Source: an optimization exercise on an open RTL-to-GDS flow (aim: small area, a short achievable clock period and few clock cycles). Production flows keep margins and buffers that such runs may drop. Only simulation tests tie the RTL to the original design; equivalence was not proved.

**flow/constraint.sdc**
```tcl
create_clock -name core_clock -period 20.0 [get_ports {clk}]
set_input_delay 4.0000 -clock core_clock [delete_from_list [all_inputs] [get_ports {clk}]]
set_output_delay 4.0000 -clock core_clock [all_outputs]
set_load 0.01 [all_outputs]
```
**flow/config.mk**
```make
export PLATFORM = sky130hd
export DESIGN_NAME = biquad
export DESIGN_NICKNAME = biquad
export VERILOG_FILES = /design/flow/design.v
export SDC_FILE = /design/flow/constraint.sdc
export NUM_CORES = 4
export LEC_CHECK = 0
export CAP_MARGIN = 20
export CORE_MARGIN = 2
export CORE_UTILIZATION = 40
export PLACE_DENSITY = 0.6
export SLEW_MARGIN = 20
```
**flow/run.sh**
```bash
#!/bin/bash
# synth_recipe.tcl (not shown) runs the flow's synth.tcl, then flattens the netlist and writes it again
# the make line also repeats each setting of config.mk as NAME=value (left out here)
make -C /OpenROAD-flow-scripts/flow DESIGN_CONFIG=/design/flow/config.mk WORK_HOME=/design/flow/orfs CLKGATE_MAP_FILE= SYNTH_SCRIPT=/design/flow/synth_recipe.tcl finish
```
**flow/design.v**
```verilog
module bq_round (
    input  wire               sign,
    input  wire [47:0]        man,
    input  wire               stk,
    input  wire signed [11:0] be,
    output reg  [31:0]        res
);
    reg  [47:0] m;
    reg         s;
    reg  [11:0] rsh;
    reg  [23:0] keep;
    reg         guard, sticky, up;
    reg  [24:0] rnd;
    reg  signed [11:0] e;
    always @* begin
        m = man;
        s = stk;
        e = be;
        if (be < 12'sd1) begin
            rsh = 12'sd1 - be;
            if (rsh > 12'd48) begin
                s = s | (|m);
                m = 48'd0;
            end else begin
                s = s | (|(m & ((48'd1 << rsh[5:0]) - 48'd1)));
                m = m >> rsh[5:0];
            end
            e = 12'sd0;
        end else begin
            rsh = 12'd0;
        end
        keep   = m[47:24];
        guard  = m[23];
        sticky = (|m[22:0]) | s;
        up     = guard & (sticky | keep[0]);
        rnd    = {1'b0, keep} + {24'd0, up};
        if (e == 12'sd0) begin
            if (rnd[23])
                res = {sign, 8'd1, rnd[22:0]};
            else if (rnd[22:0] != 23'd0)
                res = 32'd0;                        
            else
                res = {sign, 31'd0};                
        end else begin
            if (rnd[24])
                e = e + 12'sd1;
            if (e > 12'sd254)
                res = {sign, 8'hFF, 23'd0};         
            else
                res = {sign, e[7:0], rnd[24] ? rnd[23:1] : rnd[22:0]};
        end
    end
endmodule
module bq_fmul (
    input  wire [31:0] a,
    input  wire [31:0] b,
    output wire [31:0] y
);
    localparam [31:0] QNAN = 32'h7FC0_0000;
    wire [7:0]  ea = a[30:23], eb = b[30:23];
    wire        a_nan  = (ea == 8'hFF) && (a[22:0] != 23'd0);
    wire        b_nan  = (eb == 8'hFF) && (b[22:0] != 23'd0);
    wire        a_inf  = (ea == 8'hFF) && (a[22:0] == 23'd0);
    wire        b_inf  = (eb == 8'hFF) && (b[22:0] == 23'd0);
    wire        a_zero = (a[30:0] == 31'd0);
    wire        b_zero = (b[30:0] == 31'd0);
    wire        sign   = a[31] ^ b[31];
    wire [23:0] ma = {(ea != 8'd0), a[22:0]};
    wire [23:0] mb = {(eb != 8'd0), b[22:0]};
    wire [9:0]  xa = (ea == 8'd0) ? 10'd1 : {2'b00, ea};
    wire [9:0]  xb = (eb == 8'd0) ? 10'd1 : {2'b00, eb};
    wire [47:0] p  = ma * mb;
    reg [5:0] lead;
    integer   i;
    always @* begin
        lead = 6'd0;
        for (i = 0; i < 48; i = i + 1)
            if (p[i]) lead = i[5:0];
    end
    wire [47:0]        man = p << (6'd47 - lead);
    wire signed [11:0] be  = $signed({6'd0, lead}) + $signed({2'b00, xa}) + $signed({2'b00, xb}) - 12'sd173;
    wire [31:0]        r;
    bq_round u_round (.sign(sign), .man(man), .stk(1'b0), .be(be), .res(r));
    assign y = (a_nan | b_nan | (a_inf & b_zero) | (b_inf & a_zero)) ? QNAN :
               (a_inf | b_inf)   ? {sign, 8'hFF, 23'd0} :
               (a_zero | b_zero) ? {sign, 31'd0} :
               r;
endmodule
module bq_fadd (
    input  wire [31:0] a,
    input  wire [31:0] b,
    input  wire        sub,
    output wire [31:0] y
);
    localparam [31:0] QNAN = 32'h7FC0_0000;
    wire        sa = a[31];
    wire        sb = b[31] ^ sub;
    wire [7:0]  ea = a[30:23], eb = b[30:23];
    wire        a_nan = (ea == 8'hFF) && (a[22:0] != 23'd0);
    wire        b_nan = (eb == 8'hFF) && (b[22:0] != 23'd0);
    wire        a_inf = (ea == 8'hFF) && (a[22:0] == 23'd0);
    wire        b_inf = (eb == 8'hFF) && (b[22:0] == 23'd0);
    wire [23:0] ma = {(ea != 8'd0), a[22:0]};
    wire [23:0] mb = {(eb != 8'd0), b[22:0]};
    wire [7:0]  xa = (ea == 8'd0) ? 8'd1 : ea;
    wire [7:0]  xb = (eb == 8'd0) ? 8'd1 : eb;
    wire        swap = (a[30:0] < b[30:0]);
    wire        s_big = swap ? sb : sa;
    wire [23:0] m_big = swap ? mb : ma;
    wire [23:0] m_sml = swap ? ma : mb;
    wire [7:0]  x_big = swap ? xb : xa;
    wire [7:0]  x_sml = swap ? xa : xb;
    wire [7:0]  d     = x_big - x_sml;
    wire [4:0]  dsh  = (d > 8'd31) ? 5'd31 : d[4:0];
    wire [53:0] wide = {m_sml, 3'b000, 27'd0} >> dsh;
    wire [26:0] sml  = {wide[53:28], wide[27] | (|wide[26:0])};
    wire [26:0] big  = {m_big, 3'b000};
    wire        eff_sub = (sa ^ sb);
    wire [27:0] sum  = eff_sub ? ({1'b0, big} - {1'b0, sml})
                               : ({1'b0, big} + {1'b0, sml});
    reg [4:0] lead;
    integer   i;
    always @* begin
        lead = 5'd0;
        for (i = 0; i < 28; i = i + 1)
            if (sum[i]) lead = i[4:0];
    end
    wire [47:0]        man = {sum, 20'd0} << (5'd27 - lead);
    wire signed [11:0] be  = $signed({7'd0, lead}) + $signed({4'd0, x_big}) - 12'sd26;
    wire [31:0]        r;
    bq_round u_round (.sign(s_big), .man(man), .stk(1'b0), .be(be), .res(r));
    wire zero = (sum == 28'd0);
    assign y = (a_nan | b_nan | (a_inf & b_inf & (sa != sb))) ? QNAN :
               a_inf ? {sa, 8'hFF, 23'd0} :
               b_inf ? {sb, 8'hFF, 23'd0} :
               zero  ? {sa & sb, 31'd0} :
               r;
endmodule
module biquad (
    input  wire        clk,
    input  wire        rst,         
    input  wire        in_valid,
    output wire        in_ready,
    input  wire [31:0] in_x,
    input  wire [31:0] in_b0,
    input  wire [31:0] in_b1,
    input  wire [31:0] in_b2,
    input  wire [31:0] in_a1,
    input  wire [31:0] in_a2,
    output reg         out_valid,
    output reg  [31:0] out_y
);
    localparam [3:0] IDLE = 4'd0,
                     OP1 = 4'd1, OP2 = 4'd2, OP3 = 4'd3, OP4 = 4'd4,
                     OP5 = 4'd5, OP6 = 4'd6, OP7 = 4'd7, OP8 = 4'd8,
                     OP9 = 4'd9;
    reg  [3:0]  state;
    reg  [31:0] x, b0, b1, b2, a1, a2;
    reg  [31:0] s1, s2;            
    reg  [31:0] y, t, u;           
    assign in_ready = (state == IDLE);
    reg  [31:0] mul_a, mul_b, add_a, add_b;
    reg         add_sub;
    wire [31:0] mul_y, add_y;
    bq_fmul u_mul (.a(mul_a), .b(mul_b), .y(mul_y));
    bq_fadd u_add (.a(add_a), .b(add_b), .sub(add_sub), .y(add_y));
    always @* begin
        mul_a = b0;  mul_b = x;
        add_a = y;   add_b = s1;  add_sub = 1'b0;
        case (state)
            OP1: begin mul_a = b0; mul_b = x; end
            OP2: begin add_a = y;  add_b = s1; add_sub = 1'b0; end
            OP3: begin mul_a = b1; mul_b = x; end
            OP4: begin mul_a = a1; mul_b = y; end
            OP5: begin add_a = t;  add_b = u;  add_sub = 1'b1; end
            OP6: begin add_a = t;  add_b = s2; add_sub = 1'b0; end
            OP7: begin mul_a = b2; mul_b = x; end
            OP8: begin mul_a = a2; mul_b = y; end
            OP9: begin add_a = t;  add_b = u;  add_sub = 1'b1; end
            default: ;
        endcase
    end
    always @(posedge clk) begin
        if (rst) begin
            state     <= IDLE;
            s1        <= 32'd0;
            s2        <= 32'd0;
            out_valid <= 1'b0;
        end else begin
            out_valid <= 1'b0;
            case (state)
                IDLE: if (in_valid) begin
                    x  <= in_x;
                    b0 <= in_b0; b1 <= in_b1; b2 <= in_b2;
                    a1 <= in_a1; a2 <= in_a2;
                    state <= OP1;
                end
                OP1: begin y  <= mul_y; state <= OP2; end
                OP2: begin y  <= add_y; state <= OP3; end
                OP3: begin t  <= mul_y; state <= OP4; end
                OP4: begin u  <= mul_y; state <= OP5; end
                OP5: begin t  <= add_y; state <= OP6; end
                OP6: begin s1 <= add_y; state <= OP7; end
                OP7: begin t  <= mul_y; state <= OP8; end
                OP8: begin u  <= mul_y; state <= OP9; end
                OP9: begin
                    s2        <= add_y;
                    out_y     <= y;
                    out_valid <= 1'b1;
                    state     <= IDLE;
                end
                default: state <= IDLE;
            endcase
        end
    end
endmodule
```
==> run notes <==
## layout make-up
cell class              count  share of cell area (%)
diodes                      8                 0.02811
well taps                2058                   3.616
inverters                 738                   3.902
repair buffers            641                   7.716
flip-flops and latches    389                   15.44
clock buffers              45                   1.492
multi-input cells        6311                   67.30
clock inverters            31                  0.5095
## kinds of logic (layout without fill, tap and decap cells)
kind of cell / after synthesis / in the layout / synth area share [%]
AO/OA/AOI/OAI: 2268 / 2268 / 25.29
XOR/XNOR: 185 / 185 / 2.620
adder cells (fa/ha/maj): 781 / 781 / 21.33
buffers and inverters: 1228 / 1455 / 7.538
flip-flops: 389 / 389 / 17.46
multiplexers: 294 / 294 / 5.328
other: 0 / 8 / 0
AND/OR/NAND/NOR: 2782 / 2783 / 20.44
## through the flow
| stage | hold WS [ns] | utilization [%] | instances | area, um^2 | setup slack (ns) |
|---|---|---|---|---|---|
| floorplan | 0.4166 | - | 7927 | 62980 | 0.03233 |
| global placement | 0.4371 | 44.26 | 10115 | 69130 | -0.5814 |
| detailed placement | 0.4415 | 44.27 | 10115 | 69150 | -0.8629 |
| CTS | 0.4557 | 45.22 | 10192 | 70630 | 0.06327 |
| global route | 0.4865 | 45.58 | 10214 | 71200 | -0.05176 |
| finish | 0.4599 | 45.59 | 10221 | 71220 | 0.7979 |
## layout by cell type, fill, tap and decap left out, types with 236 or more instances in the layout
master / count
o21ai_0: 360
buf_4: 399
nand2_1: 851
fa_1: 486
ha_1: 289
nor2_1: 852
edfxtp_1: 320
nand3_1: 236
a21oi_1: 423
inv_1: 726
## registers in the layout, summed over array words and instances (netlist names)
name       count
s1            32
state          4
b2            32
out_valid      1
out_y         32
b0            32
a2            32
u             32
t             32
y             32
b1            32
s2            32
x             32
a1            32
## worst register-to-register path: cells and delay by family, from the launching register on
kind                     cells  cell delay, ns
AO/OA/AOI/OAI               34            7.86
AND/OR/NAND/NOR             23            5.53
adder cells (fa/ha/maj)      8            2.59
buffers and inverters        7            1.10
XOR/XNOR                     4            0.76
multiplexers                 2            0.66
flip-flops                   1            0.43
## metal layers
metal | share of wire (%) | wire length, um | vias up | track usage [%]
li1 | - | - | 29150 | -
met1 | 43 | 137000 | 33389 | 56.06
met2 | 40 | 127400 | 4457 | 53.43
met3 | 12 | 38720 | 723 | 9.348
met4 | 4.0 | 12780 | 16 | 12.48
met5 | 0.034 | 106 | - | 0
## timing repair
item / 4_1_cts / 5_1_grt
setup endpoints to repair: 138 / 160
pin swaps: 1 / 9
resized for setup: 15 / 100
buffers inserted: 1 / 19
gates cloned: 0 / 2
## worst min-delay path by stage
stage                       from      to  depth (start not counted)
final                     s2[31]  s2[31]                          2
after global routing      s2[17]  s2[17]                          2
after CTS                 s2[17]  s2[17]                          2
after detailed placement  s2[17]  s2[17]                          2
after global placement     s2[0]   s2[0]                          2
after floorplan            s2[1]   s2[1]                          2
==> summary.txt <==
Critical path
  – Critical Path AT: 19.55 ns
  – R2R cell count: 78
  – Worst Path Required: 20.34 ns
  – Crit path from: state[2]
  – Crit-path slowest cell: a2111oi_0
  – Max stage delay on crit path: 0.51 ns
  – Crit. path cell count: 78
  – Critical Path End Type: register
  – Top delay family on crit path: compound AO/OA/AOI/OAI gates
  – Startpoint types: register
  – Number of buffer and inverter stages on the critical path: 7
  – Worst r2r src: state[2]
  – Reg2reg end: y[1]
  – FF-to-FF setup slack: 0.80 ns
  – Worst-path maximum fanout: 33
  – CP Capture Point: y[1]
  – Kind of critical path: reg -> reg
  – CP most frequent cell: a21oi_1

Synth
  – Top FF cell, synth: edfxtp_1
  – Synthesized flop and latch total: 389
  – Biggest area consumer among synthesized cells: fa_1
  – Cell Area, Synth: 0.06295 mm^2
  – Post-synth top cells: 868 x nor2_1, 858 x nand2_1, 728 x inv_1
  – Post-synth EDFFs: 320
  – Main area contributors after synthesis: fa_1 15%, edfxtp_1 15%, ha_1 5.8%
  – Syn nets: 8902
  – Distinct cells, synth: 126
  – Syn Area/Cell: 7.942 um^2
  – Register area share after synthesis: 17.46%
  – Synth top area share: 15.49%
  – Yosys warns: 4
  – Most frequent cell after synthesis: nor2_1
  – Async S/R FF share, synth: 0%
  – Syn Inst Count: 7927

Floorplan
  – Total core area: 0.1562 mm^2
  – Starting Density: 40.30%
  – Die Y: 400.7 um
  – I/O pins: 229
  – Die area: 0.1606 mm^2
  – Die X: 400.7 um
  – Site Rows: 145

Clock tree
  – CTS sink cnt: 389
  – Hold-fix buffers at CTS: 0
  – Clock transition at path regs: 0.06 ns
  – Root Driver: clkbuf_16
  – TritonCTS Buffers: 41
  – Worst-Skew Late Latency: 0.64 ns
  – H-tree Lvls: 2
  – CTS tree: built
  – Max clock buf depth: 3

Drt
  – Post-route ant nets: 0
  – Via Count: 67735
  – Average wire per standard cell: 30.91 um
  – Vias per cell: 6.627
  – Residual DRC: 0
  – 1st-pass router iterations: 7
  – DRT iter0 DRCs: 9954
  – Final WL: 316000 um

Timing
  – Final Cycle Share: 96.01%
  – Final Max Slew Viols: 0
  – Skew final: 0.06446 ns
  – Slew Limit Headroom: 18.69%
  – # setup viols final: 0
  – Max Freq: 52.08 MHz
  – Setup tns final: 0 ns
  – Slew @ Worst Pin: 1.210 ns
  – Minimum clock period: 19.20 ns
  – Final Hold Vio Count: 0

Finish
  – Final net count: 9097
  – Fill count: 15595
  – Layout cells sized above 1: 10.64%
  – Reg area: 0.01099 mm^2
  – Multi-input gate area: 0.04793 mm^2
  – Area growth from synthesis to layout: 13.13%

Placed design
  – DP Wirelength: 248600 um
  – Port bufs: 228
  – Routability cong.: 1.044

Hold path
  – Min-Delay Path Class: reg -> reg

GRT
  – Overflow after GRT: 0
  – Gr usage total: 37.93%
  – First-pass GRT wire length: 458600 um
  – Antenna violations before repair: 17
  – Vias in the first global route: 63800
  – Largest net degree at the start of global routing: 76

Job
  – MaxCap Viol Count: 0

Outcome
  – Status: complete, no violations
Testbench counts, summed over its fixed seeds: cycles 120,008.

[static timing again, ports no longer ideal]
The flow's constraints put no driver on any port. The routed layout listed below was extracted and timed again, unchanged, in two steps.
Step 1 sets driving cells, clkbuf_16 on the clock port and buf_2 on the other inputs (assumed; they add their load-dependent delay and slew).
Step 2 adds t to the input delays and takes it off the output delays; t is the mean of the earliest and latest rising clock arrival at the registers after step 1. Input paths then give back, and output paths get back, about the clock's delay inside the block.
Three values: ideal, step 1, step 2; two values: the first two.
t (ns): 0.673
slack for setup (ns): 0.798 / 0.798 / 0.798
worst setup path after step 2: register to register
clock arrival spread, ns: 0.066 / 0.065
worst register clock-pin slew, ns: 0.08 / 0.08
After both steps setup and hold are still met in this run. The setup slack of this run moves by 0.000 ns with the drivers and by 0.000 ns with both steps.
